From an optimization exercise on the open Yosys and OpenROAD flow, aimed at small area, a short achievable clock period and few clock cycles per item; shortcuts taken in it are not production practice.
Function was not checked in any run shown here: the RTL went through the layout flow alone.
Power is estimated from default activity; no workload was simulated.

File: design.v
module mx_quant (
    input  wire        clk,
    input  wire        rst,
    input  wire        in_valid,
    output wire        in_ready,
    input  wire [31:0] in_data,
    input  wire [15:0] in_rand,
    input  wire [3:0]  in_fmt,
    input  wire [1:0]  in_rmode,
    output wire        out_valid,
    input  wire        out_ready,
    output wire [7:0]  out_elem,
    output wire [7:0]  out_scale,
    output wire        out_last
);
    localparam [2:0] F_E4M3 = 3'd0;
    localparam [2:0] F_E5M2 = 3'd1;
    localparam [2:0] F_E3M2 = 3'd2;
    localparam [2:0] F_E2M3 = 3'd3;
    localparam [2:0] F_E2M1 = 3'd4;
    localparam [2:0] F_INT8 = 3'd5;
    localparam [1:0] RM_RTZ  = 2'd1;
    localparam [1:0] RM_STOC = 2'd2;
    localparam integer NS = 33;      
    localparam integer W = 47;
    reg  [W*NS-1:0] ring;
    wire [W-1:0] st0  = ring[W-1:0];
    wire [W-1:0] st31 = ring[W*31 +: W];
    wire [W-1:0] st32 = ring[W*32 +: W];
    function [7:0] dec_e;
        input [W-1:0] v;
        dec_e = (v[29:22] == 8'hFF) ? 8'h00 : v[29:22];
    endfunction
    function [22:0] dec_f;
        input [W-1:0] v;
        dec_f = {v[21:0], (v[29:22] == 8'hFF) || ((v[29:22] != 8'h00) && v[31])};
    endfunction
    reg  [5:0] head_n;    
    reg  [5:0] fill_n;    
    reg  [5:0] hpos;      
    reg  [5:0] tpos;      
    reg        s0_new;    
    reg        s0_first;  
    reg        s0_spec;   
    reg        rdy;       
    reg        wfree;     
    wire       empty;
    wire       fill_full = (fill_n == 6'd32);
    wire       xfer      = fill_full && (head_n == 6'd0);
    wire       blk_ok    = (head_n != 6'd0) || fill_full;
    wire [5:0] fill_eff  = xfer ? 6'd0 : fill_n;
    wire [5:0] head_eff  = xfer ? 6'd32 : head_n;
    reg        r32_v, p2_v, out_v, q1_v;
    wire       out_fire = out_v && out_ready;
    wire [2:0] fl       = {2'd0, r32_v} + {2'd0, p2_v} + {2'd0, out_v} + {2'd0, q1_v};
    wire       credit   = (fl < 3'd3) || ((fl == 3'd3) && out_fire);
    wire       issue    = credit && !empty && (hpos == 6'd31) && blk_ok;
    assign in_ready = rdy;
    wire       ins      = in_valid && rdy;
    reg  [5:0] cnt;       
    wire [5:0] cnt_inc = cnt + 6'd1;
    wire [5:0] cnt_dec = cnt - 6'd1;
    wire c0  = (cnt == 6'd0);
    assign empty = c0;
    wire c1  = (cnt == 6'd1);
    wire c32 = (cnt == 6'd32);
    wire c33 = (cnt == 6'd33);
    wire tp_wrap = (tpos == 6'd32);
    wire n_tp0   = ins || tp_wrap;
    wire n_empty = ins ? 1'b0 : (issue ? c1 : c0);
    wire n_full  = (ins && !issue) ? c32 : (ins || !issue) ? c33 : 1'b0;
    wire n_f32   = ins ? (fill_eff == 6'd31) : (fill_full && !xfer);
    wire n_h0    = xfer ? 1'b0 : issue ? (head_n == 6'd1) : (head_n == 6'd0);
    wire n_free  = (n_empty || n_tp0) && !n_full;
    wire n_rdy   = n_free && (!n_f32 || n_h0);
    reg [3:0]  fill_fmt_raw;     
    reg [1:0]  fill_rm;
    wire       in_ezero = (in_data[30:23] == 8'h00);
    wire       in_stoch = ((fill_eff == 6'd0) ? in_rmode : fill_rm) == RM_STOC;
    wire [W-1:0] in_enc = {in_rand[15:1], in_stoch ? in_rand[0] : in_data[0], in_data[31],
                           in_data[30:23] | {8{in_ezero & in_data[0]}}, in_data[22:1]};
    always @(posedge clk) begin
        ring <= {ring[W*(NS-1)-1:0], wfree ? in_enc : st32};
    end
    always @(posedge clk) begin
        if (rst) begin
            head_n <= 6'd0;
            fill_n <= 6'd0;
            cnt    <= 6'd0;
            s0_new <= 1'b0;
            rdy    <= 1'b1;
            wfree  <= 1'b1;
        end else begin
            head_n <= issue ? head_eff - 6'd1 : head_eff;
            fill_n <= ins ? fill_eff + 6'd1 : fill_eff;
            s0_new <= ins;
            rdy    <= n_rdy;
            wfree  <= n_free;
            case ({ins, issue})
                2'b10:   cnt <= cnt_inc;
                2'b01:   cnt <= cnt_dec;
                default: cnt <= cnt;
            endcase
        end
        s0_first <= (fill_eff == 6'd0);
        s0_spec  <= (in_data[30:23] == 8'hFF);
        tpos <= (ins || tp_wrap) ? 6'd0 : tpos + 6'd1;
        if (empty)
            hpos <= 6'd0;
        else if (issue)
            hpos <= 6'd31;
        else
            hpos <= (hpos == 6'd32) ? 6'd0 : hpos + 6'd1;
    end
    reg [7:0]  acc_max;
    reg        acc_nz;      
    reg        acc_spec;
    function [2:0] fmt_code;
        input [3:0] f;
        case (f)
            4'h5:    fmt_code = F_E5M2;
            4'h6:    fmt_code = F_E3M2;
            4'h7:    fmt_code = F_E2M3;
            4'h8:    fmt_code = F_E2M1;
            4'hC:    fmt_code = F_INT8;
            default: fmt_code = F_E4M3;
        endcase
    endfunction
    always @(posedge clk) begin
        if (wfree && (fill_eff == 6'd0)) begin
            fill_fmt_raw <= in_fmt;
            fill_rm      <= in_rmode;
        end
    end
    wire [2:0]  fill_fmt = fmt_code(fill_fmt_raw);
    wire [7:0]  s0_e = dec_e(st0);
    wire [22:0] s0_f = dec_f(st0);
    wire        s0_nz = (s0_f != 23'd0);
    reg  [7:0]  acc_max_n;
    reg         acc_nz_n;
    reg         acc_spec_n;
    always @(*) begin
        acc_max_n  = acc_max;
        acc_nz_n   = acc_nz;
        acc_spec_n = acc_spec;
        if (s0_new) begin
            if (s0_first) begin
                acc_max_n  = s0_e;
                acc_nz_n   = s0_nz;
                acc_spec_n = s0_spec;
            end else begin
                acc_max_n  = (s0_e > acc_max) ? s0_e : acc_max;
                acc_nz_n   = acc_nz | s0_nz;
                acc_spec_n = acc_spec | s0_spec;
            end
        end
    end
    always @(posedge clk) begin
        acc_max  <= acc_max_n;
        acc_nz   <= acc_nz_n;
        acc_spec <= acc_spec_n;
    end
    function [4:0] f_emax;
        input [2:0] c;
        case (c)
            F_E5M2:  f_emax = 5'd15;
            F_E3M2:  f_emax = 5'd4;
            F_E2M3:  f_emax = 5'd2;
            F_E2M1:  f_emax = 5'd2;
            F_INT8:  f_emax = 5'd0;
            default: f_emax = 5'd8;
        endcase
    endfunction
    function signed [9:0] f_emin;
        input [2:0] c;
        case (c)
            F_E5M2:  f_emin = -10'sd14;
            F_E3M2:  f_emin = -10'sd2;
            F_E2M3:  f_emin = 10'sd0;
            F_E2M1:  f_emin = 10'sd0;
            F_INT8:  f_emin = 10'sd0;
            default: f_emin = -10'sd6;
        endcase
    endfunction
    function [2:0] f_mbits;
        input [2:0] c;
        case (c)
            F_E5M2:  f_mbits = 3'd2;
            F_E3M2:  f_mbits = 3'd2;
            F_E2M3:  f_mbits = 3'd3;
            F_E2M1:  f_mbits = 3'd1;
            F_INT8:  f_mbits = 3'd6;
            default: f_mbits = 3'd3;
        endcase
    endfunction
    function [6:0] f_maxcode;
        input [2:0] c;
        case (c)
            F_E5M2:  f_maxcode = 7'h7B;
            F_E3M2:  f_maxcode = 7'h1F;
            F_E2M3:  f_maxcode = 7'h1F;
            F_E2M1:  f_maxcode = 7'h07;
            F_INT8:  f_maxcode = 7'h7F;
            default: f_maxcode = 7'h7E;
        endcase
    endfunction
    wire        [4:0] c_emax = f_emax(fill_fmt);
    wire signed [9:0] c_emin = f_emin(fill_fmt);
    wire        nz_zero = (acc_max_n == 8'd0) && !acc_nz_n;
    wire signed [9:0] nz_se  = $signed({2'b00, acc_max_n}) - $signed({5'd0, c_emax});
    wire              nz_low = nz_se < 10'sd0;
    wire        [7:0] nz_scale = nz_low ? 8'h00 : nz_se[7:0];
    wire signed [9:0] nz_kb  = $signed({2'b00, nz_scale}) + c_emin;     
    reg        [7:0] h_scale;    
    reg signed [9:0] h_kb;       
    reg        [2:0] h_fmt;
    reg        [1:0] h_rm;
    reg              h_zero;     
    always @(posedge clk) begin
        if (xfer) begin
            h_scale <= acc_spec_n ? 8'hFF : nz_zero ? 8'h00 : nz_scale;
            h_kb    <= nz_kb;
            h_fmt   <= fill_fmt;
            h_rm    <= fill_rm;
            h_zero  <= acc_spec_n || nz_zero;
        end
    end
    wire [7:0]  a_e = dec_e(st31);
    wire [22:0] a_f = dec_f(st31);
    wire [23:0] a_m = {a_e != 8'd0, a_f};
    reg  [4:0]  a_lz;      
    reg  [5:0]  a_tz;      
    integer k;
    always @(*) begin
        a_lz = 5'd31;
        for (k = 0; k < 23; k = k + 1)
            if (a_f[k])
                a_lz = 5'd22 - k[4:0];
        a_tz = 6'd63;
        for (k = 23; k >= 0; k = k - 1)
            if (a_m[k])
                a_tz = k[5:0];
    end
    reg [4:0] x_lz;
    reg [5:0] x_tz;
    reg       x_last;
    always @(posedge clk) begin
        x_lz   <= a_lz;
        x_tz   <= a_tz;
        x_last <= (head_n == 6'd1);
        if (rst)
            r32_v <= 1'b0;
        else
            r32_v <= issue;
    end
    wire        b_s    = st32[30];
    wire [7:0]  b_e    = dec_e(st32);
    wire [22:0] b_f    = dec_f(st32);
    wire [15:0] b_r    = st32[46:31];
    wire        b_norm = (b_e != 8'd0);
    wire [23:0] b_m    = {b_norm, b_f};
    wire [2:0]  b_mb   = f_mbits(h_fmt);
    wire [4:0]  b_r0   = 5'd23 - {2'd0, b_mb};
    wire signed [9:0]  b_eb = b_norm ? $signed({2'b00, b_e}) : -$signed({5'd0, x_lz});
    wire signed [10:0] b_t  = $signed({b_eb[9], b_eb}) - $signed({h_kb[9], h_kb});
    wire               b_tp = !b_t[10] && (b_t != 11'sd0);
    wire        [5:0]  b_L  = b_norm ? 6'd0 : {1'b0, x_lz} + 6'd1;
    wire signed [6:0]  b_F  = $signed({2'b00, b_r0}) - $signed({1'b0, b_L});
    wire signed [10:0] b_u  = $signed({{4{b_F[6]}}, b_F}) - b_t;
    wire        [5:0]  b_Dc = (b_u[10:6] != 5'd0) ? 6'd63 : b_u[5:0];
    wire        [5:0]  b_R  = b_tp ? b_F[5:0] : b_Dc;
    wire [39:0] b_w    = {b_m, 16'd0} >> b_R;
    wire [7:0]  b_n    = b_w[23:16];
    wire [15:0] b_d    = b_w[15:0];
    wire        b_rbit = b_w[15];
    wire        b_sticky = ({1'b0, x_tz} + 7'd2) <= {1'b0, b_R};
    reg b_ru;
    always @(*) begin
        case (h_rm)
            RM_RTZ:  b_ru = 1'b0;
            RM_STOC: b_ru = (b_d > b_r);
            default: b_ru = b_rbit & (b_sticky | b_n[0]);
        endcase
    end
    wire [4:0] b_ebias = b_tp ? b_t[4:0] : 5'd0;
    wire [7:0] b_pre   = ({3'd0, b_ebias} << b_mb) + b_n;
    reg        p2_last, p2_s, p2_ru, p2_zero;
    reg [6:0]  p2_pre;
    reg [2:0]  p2_fmt;
    reg [7:0]  p2_scale;
    wire p2_mv = p2_v && (!q1_v || out_fire);    
    wire p2_en = !p2_v || p2_mv;
    always @(posedge clk) begin
        if (rst)
            p2_v <= 1'b0;
        else if (p2_en)
            p2_v <= r32_v;
        if (p2_en) begin
            p2_last  <= x_last;
            p2_s     <= b_s;
            p2_ru    <= b_ru;
            p2_pre   <= b_pre[6:0];
            p2_fmt   <= h_fmt;
            p2_zero  <= h_zero;
            p2_scale <= h_scale;
        end
    end
    wire        c_inv  = p2_s && (p2_fmt == F_INT8);
    wire [7:0]  c_code = ({1'b0, p2_pre} ^ {8{c_inv}}) + {7'd0, p2_ru ^ c_inv};
    wire [6:0]  c_max  = f_maxcode(p2_fmt);
    wire [6:0]  c_fp   = (c_code > {1'b0, c_max}) ? c_max : c_code[6:0];
    wire [7:0]  c_int  = (c_code[7] && !p2_s) ? 8'd127 : c_code;
    reg [7:0] c_elem;
    always @(*) begin
        if (p2_zero)
            c_elem = 8'h00;
        else begin
            case (p2_fmt)
                F_INT8:         c_elem = c_int;
                F_E3M2, F_E2M3: c_elem = {2'b00, p2_s, c_fp[4:0]};
                F_E2M1:         c_elem = {4'b0000, p2_s, c_fp[2:0]};
                default:        c_elem = {p2_s, c_fp[6:0]};
            endcase
        end
    end
    wire [16:0] c_ent = {p2_last, p2_scale, c_elem};
    reg [16:0] o_ent, q1_ent;
    always @(posedge clk) begin
        if (rst) begin
            out_v <= 1'b0;
            q1_v  <= 1'b0;
        end else begin
            if (!out_v || out_fire)
                out_v <= q1_v || p2_mv;
            if (q1_v)
                q1_v <= !out_fire || p2_mv;
            else
                q1_v <= out_v && !out_fire && p2_mv;
        end
        if (!out_v || out_fire)
            o_ent <= q1_v ? q1_ent : c_ent;
        if (q1_v ? out_fire : (out_v && !out_fire))
            q1_ent <= c_ent;
    end
    assign out_valid = out_v;
    assign out_elem  = o_ent[7:0];
    assign out_scale = o_ent[15:8];
    assign out_last  = o_ent[16];
endmodule
File: flow/run.sh
#!/bin/bash
# The standard layout (the standard.sh, unchanged synthesis), with two
# changes in how ORFS is asked to lay it out:
# - every input and output port gets a buf_2 as its port buffer.
set -euo pipefail
export SETUP_SLACK_MARGIN=21.2
export BUFFER_PORTS_ARGS="-buffer_cell sky130_fd_sc_hd__buf_2"
bash standard.sh > standard.log 2>&1
File: standard.sh
#!/bin/bash
# synth_recipe.tcl (not shown) runs the flow's synth.tcl, then flattens the netlist and writes it again
# the make line also repeats each setting of config.mk as NAME=value (left out here)
make -C /OpenROAD-flow-scripts/flow DESIGN_CONFIG=/design/flow/config.mk WORK_HOME=/design/flow/orfs CLKGATE_MAP_FILE= SYNTH_SCRIPT=/design/flow/synth_recipe.tcl "${@:-finish}"
File: config.mk
export PLATFORM = sky130hd
export DESIGN_NAME = mx_quant
export DESIGN_NICKNAME = mx_quant
export VERILOG_FILES = /design/flow/design.v
export SDC_FILE = /design/flow/constraint.sdc
export NUM_CORES = 4
export LEC_CHECK = 0
export ABC_AREA = 1
export CAP_MARGIN = 20
export CORE_MARGIN = 2
export CORE_UTILIZATION = 60
export CTS_CLUSTER_DIAMETER = 150
export CTS_CLUSTER_SIZE = 30
export SLEW_MARGIN = 20
File: constraint.sdc
create_clock -name core_clock -period 28.0 [get_ports {clk}]
set_input_delay 5.6000 -clock core_clock [delete_from_list [all_inputs] [get_ports {clk}]]
set_output_delay 5.6000 -clock core_clock [all_outputs]
set_load 0.01 [all_outputs]
==> flow_metrics.tcl, run 1 <==
set metrics [dict create \
    status "no timing/DRC/antenna violations" \
    areaGrowthSynthToFinish_pct 9.236 \
    wirelength_mm 74.90 \
    rsz0062_at_grt "true" \
    crit_top_cell "o21ai_1" \
    fin_skew_ns 0.03921 \
    dpl.cell_count 4309 \
    place_ws_ns 20.49 \
    fmax_mhz 147.4 \
    critPathTopFamily "compound AO/OA/AOI/OAI gates" \
    drcViolationCount 0 \
    io_pins 77 \
    drv_cap 0 \
    cts_buffers 66 \
    grt_pass1_wl_mm 117.0 \
    multi_input_area_um2 7826 \
    tightest_slew_ns 1.086 \
    worstPathCellList "buf_2 > nand2_4 > a311oi_4 > nand2_2 > nor2_4 > inv_4 > ha_4 > nor2_2 > o21ai_1 > a21oi_2 > o21ai_1 > a21oi_1" \
    cts-root-buf "clkbuf_16" \
    wl_met3_mm 2.307 \
    p_per_area_nw_per_um2 89.77 \
    dr.pass1.iters 5 \
    clk_path_buf_depth 3 \
    fin_tns_setup_ns 0 \
    slowest_delay_ns 0.26 \
    finalHoldViolations 0 \
    grt_max_degree 81 \
    dr.first_iter.drc_count 1196 \
    hpwlAfterDp_mm 48.94 \
    syn-num-nets 3483 \
    grt_pass1_vias 21680 \
    critPathRequiredTime_ns 28.58 \
    start_kind "input port" \
    min_period_ns 6.785 \
    synth_ff_type "dfxtp_1" \
    cts_hold_buf 0 \
    regArea_um2 34890 \
    die_h_um 273.1 \
    antenna_found_initial 1 \
    wl_met1_mm 34.80 \
    route.vias.total 21466 \
    wl_met2_mm 36.12 \
    cts.sink_count 1698 \
    cts_max_level 3 \
    setup_slack_ns 21.21 \
    cp-end-kind "register" \
    die-area_um2 74580 \
    synth_edf_count 86 \
    clk_pin_slew_ns 0.11 \
    async_flop_share_pct 0 \
    fin_hold_ws_ns 0.3097 \
    final_layout_size_suffix_gt1_share_pct 9.925 \
    critPathArrivalTime_ns 7.37 \
    setup_viol 0 \
    gr-total-overflow 0 \
    viasPerCell 4.850 \
    crit_type "in -> reg" \
    synth_area_um2 43440 \
    core_area_um2 71610 \
    leakagePower_nw 20.59 \
    highest_layer "met4" \
    final_cells 4426 \
    drv_slew 0 \
    synth_cells 3321 \
    maxSlewHeadroom_pct 27.60 \
    tritoncts "yes" \
    syn_avg_cell_area_um2 13.08 \
    synth-seq-cells 1698 \
    diodes 0 \
    worst_path_max_delay_cell "nor2_4" \
    final_nets 3626 \
    fill_cells 5044 \
    yosys_warnings 1 \
    antenna_left 0 \
    path_buf_inv 2 \
    grt_usage_pct 20.05 \
    insertion_delay_ns 0.65 \
    hp-class "reg -> reg" \
    die_width_um 273.1 \
    seq_area_frac_synth_pct 80.23 \
    period_share_pct 24.23 \
    gp_congestion 0.8706 \
    yosysUniqueCellTypes 64 \
    utilization_pct 66.27 \
    max-vdd-ir-drop_v 0.00009144 \
    path_max_fanout 8 \
    wire_per_inst_um 16.92 \
    start_util_pct 60.67 \
    rows 98 \
    port_buffers 76 \
]
[power by group]
| part | internal, mW | total (mW) | switching [mW] |
|---|---|---|---|
| registers | 2.72 | 2.81 | 0.0911 |
| logic | 0.125 | 0.341 | 0.217 |
| clock network | 0.444 | 1.11 | 0.668 |
| total | 3.28 | 4.26 | 0.976 |
[cells in the final DEF (no fill, tap or decap), types with 69 or more instances in the layout]
cell type | Yosys | final
a21oi_1 | 89 | 81
buf_2 | 14 | 76
clkbuf_16 | 0 | 69
dfxtp_1 | 1612 | 1600
edfxtp_1 | 86 | 86
ha_1 | 97 | 83
inv_1 | 257 | 251
nand2_1 | 390 | 379
nand3_1 | 164 | 160
nor2_1 | 190 | 180
o21ai_0 | 101 | 96
[state kept, by name (all words and copies together), names as in the netlist, 3 cells and up]
name,flops
p2_fmt,3
o_ent,17
cnt,6
ring,1551
h_scale,8
head_n,6
p2_pre,7
h_kb,10
tpos,6
h_fmt,3
q1_ent,17
hpos,6
fill_n,6
x_lz,5
x_tz,6
fill_fmt_raw,4
p2_scale,8
acc_max,8
[worst reg2reg max path: cells and delay by family, from the launching register on]
| family | cells | cell delay, ns |
|---|---|---|
| XOR/XNOR | 2 | 0.37 |
| adder cells (fa/ha/maj) | 3 | 0.99 |
| AO/OA/AOI/OAI | 9 | 1.44 |
| buffers and inverters | 5 | 0.70 |
| AND/OR/NAND/NOR | 24 | 2.31 |
| flip-flops | 1 | 0.38 |
[per-stage QoR]
stage,area (um^2),power [mW]
CTS,46780,4.278
global placement,44880,3.159
global route,47460,4.437
floorplan,43500,3.051
finish,47460,4.260
detailed placement,44880,3.176
[logic make-up after synthesis]
group                    synth area share, %
AO/OA/AOI/OAI                          3.816
XOR/XNOR                              0.9216
adder cells (fa/ha/maj)                3.116
buffers and inverters                  2.874
flip-flops                             80.23
multiplexers                          0.3888
other                               0.008632
AND/OR/NAND/NOR                        8.649
[layout make-up]
class / instances / area share (%)
Sequential cell: 1698 / 73.52
Multi-Input combinational cell: 1312 / 16.49
Clock buffer: 74 / 3.588
Tap cell: 950 / 2.505
Inverter: 273 / 2.186
Timing Repair Buffer: 113 / 1.527
Clock inverter: 6 / 0.1872
[cells in the mapped netlist (12+ instances only)]
| cell type | n | area, um^2 |
|---|---|---|
| a21oi_1 | 89 | 445.4 |
| a31oi_1 | 18 | 112.6 |
| buf_2 | 14 | 70.07 |
| clkbuf_1 | 19 | 71.32 |
| dfxtp_1 | 1612 | 32270 |
| edfxtp_1 | 86 | 2582 |
| ha_1 | 97 | 1214 |
| inv_1 | 257 | 964.7 |
| inv_2 | 13 | 48.80 |
| mux2_2 | 15 | 168.9 |
| nand2_1 | 390 | 1464 |
| nand3_1 | 164 | 820.8 |
| nand4_1 | 30 | 187.7 |
| nor2_1 | 190 | 713.2 |
| nor3_1 | 25 | 125.1 |
| nor4_1 | 18 | 112.6 |
| o21ai_0 | 101 | 505.5 |
| o21ai_1 | 23 | 115.1 |
| xnor2_1 | 12 | 105.1 |
| xor2_1 | 30 | 262.8 |
[worst paths after layout]
path,start,cells past startpoint,slack (ns),to
hold reg to reg,ring[414]$_DFF_P_,0,0.31,ring[461]$_DFF_P_
setup / recovery,out_ready,12,21.21,cnt[4]$_SDFFE_PP0P_
hold / removal,ring[414]$_DFF_P_,0,0.31,ring[461]$_DFF_P_
setup reg to reg,ring[1530]$_DFF_P_,43,21.55,p2_pre[6]$_DFFE_PP_
[routing by layer]
layer | vias up | track usage [%]
met3 | 110 | 2.425
li1 | 10871 | -
met1 | 10110 | 27.22
met2 | 375 | 34.24
met4 | 0 | 5.306
met5 | - | 0
[repair_timing]
item / in CTS / in global routing
pin swaps: 4 / 19
setup endpoints to repair: 8 / 22
gates resized for setup: 11 / 94
hold endpoints to repair: 0 / 0
buffers inserted: 5 / 27
cloned: 1 / 4
==> inputs of run 2 (changes only) <==
--- a/config.mk
+++ b/config.mk
@@ -10,5 +10,5 @@
 export CORE_MARGIN = 2
 export CORE_UTILIZATION = 60
-export CTS_CLUSTER_DIAMETER = 150
-export CTS_CLUSTER_SIZE = 30
+export CTS_CLUSTER_DIAMETER = 60
+export CTS_CLUSTER_SIZE = 36
 export SLEW_MARGIN = 20
==> run 2 against run 1 <==
Worst setup slack gained 0.019 ns. Clock power is 11% higher. Core utilization up 0.72 points. Flip-flop and latch count stayed put. Hold slack got worse by 0.010 ns. Sequential share of layout area decreased by 0.80 points. First-iteration DRC count is 10% higher. Still clean. Largest power group unchanged. Sequential power about the same. Non-clock buffer count is 5 higher. Count of clock-buffer cells in the layout decreased by 2. Area after synthesis is the same.
==> flow_metrics.tcl, run 2 <==
set metrics [dict create \
    status "no timing/DRC/antenna violations" \
    critPathRequiredTime_ns 22.40 \
    synth_area_um2 43440 \
    final_layout_size_suffix_gt1_share_pct 11.10 \
    synth-seq-cells 1698 \
    syn_avg_cell_area_um2 13.08 \
    die_h_um 273.1 \
    path_max_fanout 1 \
    hpwlAfterDp_mm 48.94 \
    internal-power_mw 3.335 \
    setup_viol 0 \
    route.vias.total 21576 \
    start_util_pct 60.67 \
    critPathArrivalTime_ns 1.17 \
    cts-root-buf "clkbuf_16" \
    io_pins 77 \
    critPathTopFamily "flip-flops" \
    cts_hold_buf 0 \
    hp-class "reg -> reg" \
    reg2reg_depth 45 \
    diodes 0 \
    wire_per_inst_um 16.98 \
    insertion_delay_ns 0.65 \
    yosysMostFrequentCell "dfxtp_1" \
    tritoncts "yes" \
    finalHoldViolations 0 \
    core_area_um2 71610 \
    fin_tns_setup_ns 0 \
    synth_edf_count 86 \
    antenna_found_initial 0 \
    p_per_area_nw_per_um2 91.33 \
    cp-end-kind "primary output" \
    synth_largest_area_cell "dfxtp_1" \
    synth_ff_type "dfxtp_1" \
    leakagePower_nw 20.81 \
    die_width_um 273.1 \
    final_nets 3633 \
    switching_share_pct 23.89 \
    fmax_mhz 147.8 \
    dpl_cell_area_um2 44880 \
    final_area_um2 47970 \
    cts_buffers 67 \
    top_register "ring" \
    antenna_left 0 \
    syn-num-nets 3483 \
    clk_path_buf_depth 3 \
    rsz0062_at_grt "true" \
    worst_path_max_delay_cell "edfxtp_1" \
    drv_cap 0 \
    r2r_setup_slack_ns 21.50 \
    reg_top3 "ring (1551), o_ent (17), q1_ent (17)" \
    drcViolationCount 0 \
    p_comb_share_pct 7.8 \
    synth_commonest_cells "1,612 x dfxtp_1, 390 x nand2_1, 257 x inv_1" \
    synth_cells 3321 \
    dr.first_iter.drc_count 1316 \
    rr_startpoint "ring[1531]$_DFF_P_" \
    crit_type "reg -> out" \
    gr-total-overflow 0 \
    clk_pin_slew_ns 0.12 \
    tightest_slew_ns 1.082 \
    final_cell_mix "1,600 x dfxtp_1, 377 x nand2_1, 249 x inv_1, 180 x nor2_1, 157 x nand3_1" \
    gp_congestion 0.8706 \
    hold_start "ring[206]$_DFF_P_" \
    rows 98 \
    cts.sink_count 1698 \
    viasPerCell 4.842 \
    fin_skew_ns 0.03939 \
    holdPathEnd "ring[253]$_DFF_P_" \
    largest_reg_flops 1551 \
    grt_max_degree 81 \
    crit-reg2reg-capture "p2_pre[6]$_DFFE_PP_" \
    yosys-top-cells-area "dfxtp_1 74%, edfxtp_1 5.9%, nand2_1 3.4%" \
    grt_pass1_wl_mm 117.3 \
    drv_slew 0 \
    start_kind "register" \
    areaGrowthSynthToFinish_pct 10.43 \
    power_frac_seq_pct 64.1 \
    netSwitchingPower_mw 1.047 \
    max-vdd-ir-drop_v 0.00007669 \
    wirelength_mm 75.66 \
    die-area_um2 74580 \
    grt_pass1_vias 21715 \
    yosysUniqueCellTypes 64 \
    seq_area_frac_synth_pct 80.23 \
    slowest_delay_ns 0.38 \
    path_buf_inv 1 \
    cts_max_level 3 \
    maxSlewHeadroom_pct 27.84 \
    grt_usage_pct 20.18 \
    yosysTopAreaCellShare_pct 74.28 \
    port_buffers 76 \
    dr.pass1.iters 5 \
    min_period_ns 6.767 \
    period_share_pct 24.17 \
    yosys_warnings 1 \
    async_flop_share_pct 0 \
    setup.worst_path.start "o_ent[4]$_DFFE_PN_" \
    power_frac_clock_pct 28.1 \
    final_common_cell "dfxtp_1" \
    worstPathCellList "buf_2" \
    hold_depth 0 \
]
run 2: cell count changes in the layout (fill, tap and decap cells not counted), sizes merged:
| cell | previous run | this run |
|---|---|---|
| buf | 111 | 116 |
| bufinv | 0 | 1 |
| clkbuf | 76 | 74 |
| clkinv | 6 | 14 |
| clkinvlp | 0 | 3 |
| inv | 273 | 287 |
| nand2 | 406 | 407 |
run 2: worst max-delay path by stage:
stage	endpoint	slack (ns)	cells after the start
floorplan	cnt[4]$_SDFFE_PP0P_	20.96	11
global placement	cnt[4]$_SDFFE_PP0P_	20.66	12
detailed placement	cnt[4]$_SDFFE_PP0P_	20.49	12
CTS	p2_pre[6]$_DFFE_PP_	21.19	44
global route	p2_pre[6]$_DFFE_PP_	21.05	47
finish	out_elem[4]	21.23	1
run 2: what timing repair did:
| item | 4_1_cts | 5_1_grt |
|---|---|---|
| pin swaps | 3 | 24 |
| endpoints found under the hold margin | 0 | 0 |
| gates cloned | 1 | 5 |
| setup endpoints to repair | 8 | 26 |
| setup buffers | 4 | 33 |
| gates resized for setup | 15 | 100 |
run 2: power by group through the flow:
| stage | logic, mW | registers, mW | clock network, mW |
|---|---|---|---|
| after floorplan | 0.238 | 2.81 | 0 |
| after global placement | 0.311 | 2.85 | 0 |
| final | 0.341 | 2.81 | 1.23 |
| after detailed placement | 0.320 | 2.86 | 0 |
| after CTS | 0.327 | 2.81 | 1.26 |
| after global routing | 0.388 | 2.83 | 1.34 |
run 2: final cells by class:
type | count | area [um^2]
Sequential cell | 1698 | 34890
Multi-Input combinational cell | 1313 | 7866
Clock buffer | 72 | 1715
Inverter | 273 | 1044
Clock inverter | 32 | 504.2
Fill cell | 5001 | 23630
Timing Repair Buffer | 118 | 770.7
Tap cell | 950 | 1189
run 2: metrics by stage:
stage | worst slack (ns) | power, mW | std cells | utilization, % | hold WS [ns]
after floorplan | 20.96 | 3.051 | 3321 | - | 0.3096
after global placement | 20.66 | 3.159 | 4309 | 62.67 | 0.3095
after detailed placement | 20.49 | 3.176 | 4309 | 62.67 | 0.3121
after CTS | 21.19 | 4.398 | 4418 | 65.96 | 0.2941
after global routing | 21.05 | 4.559 | 4456 | 67.00 | 0.2913
final | 21.23 | 4.381 | 4456 | 67.00 | 0.2996
run 2: logic make-up (layout without fill, tap and decap cells):
kind of cell | Yosys count | in the layout | synth area share, %
xor+xnor | 44 | 44 | 0.9216
mux | 15 | 15 | 0.3888
buf+inv | 314 | 495 | 2.874
fa+ha+maj | 104 | 104 | 3.116
other cells | 1 | 1 | 0.008632
simple gates | 858 | 862 | 8.649
compound gates | 287 | 287 | 3.816
flops | 1698 | 1698 | 80.23
run 2: layer usage:
metal | vias to the layer above | global-route usage (%) | share of wire (%)
met5 | - | 0 | 0
met4 | 0 | 4.774 | 2.0
met3 | 102 | 2.891 | 3.6
met2 | 367 | 34.79 | 49
met1 | 10183 | 27.02 | 46
li1 | 10924 | - | -

## port drivers added, routing unchanged
The flow's constraints put no driver on any port. The routed layouts listed below were extracted and timed again, unchanged, in two steps.
Step 1: set_driving_cell puts a clkbuf_16 on clk and a buf_2 on each other input, an assumption about the parent block.
Step 2 adds t to the input delays and takes it off the output delays; t is the mean of the earliest and latest rising clock arrival at the registers after step 1. Input paths then give back, and output paths get back, about the clock's delay inside the block.
Three values: no drivers, after step 1, after step 2; two values: the first two.
run	t (ns)	setup WS [ns]	worst setup path after step 2	latest minus earliest clock arrival (ns)	worst slew at a driven data input, ns
run 1	0.692	21.215 / 21.184 / 20.554	input to register	0.040 / 0.040	0.07
run 2	0.700	21.233 / 21.168 / 20.601	input to register	0.044 / 0.044	0.07
After both steps setup and hold are still met in every run listed. For run 1, which loses most, drivers alone change the setup slack by -0.031 ns; drivers and shift together by -0.661 ns.
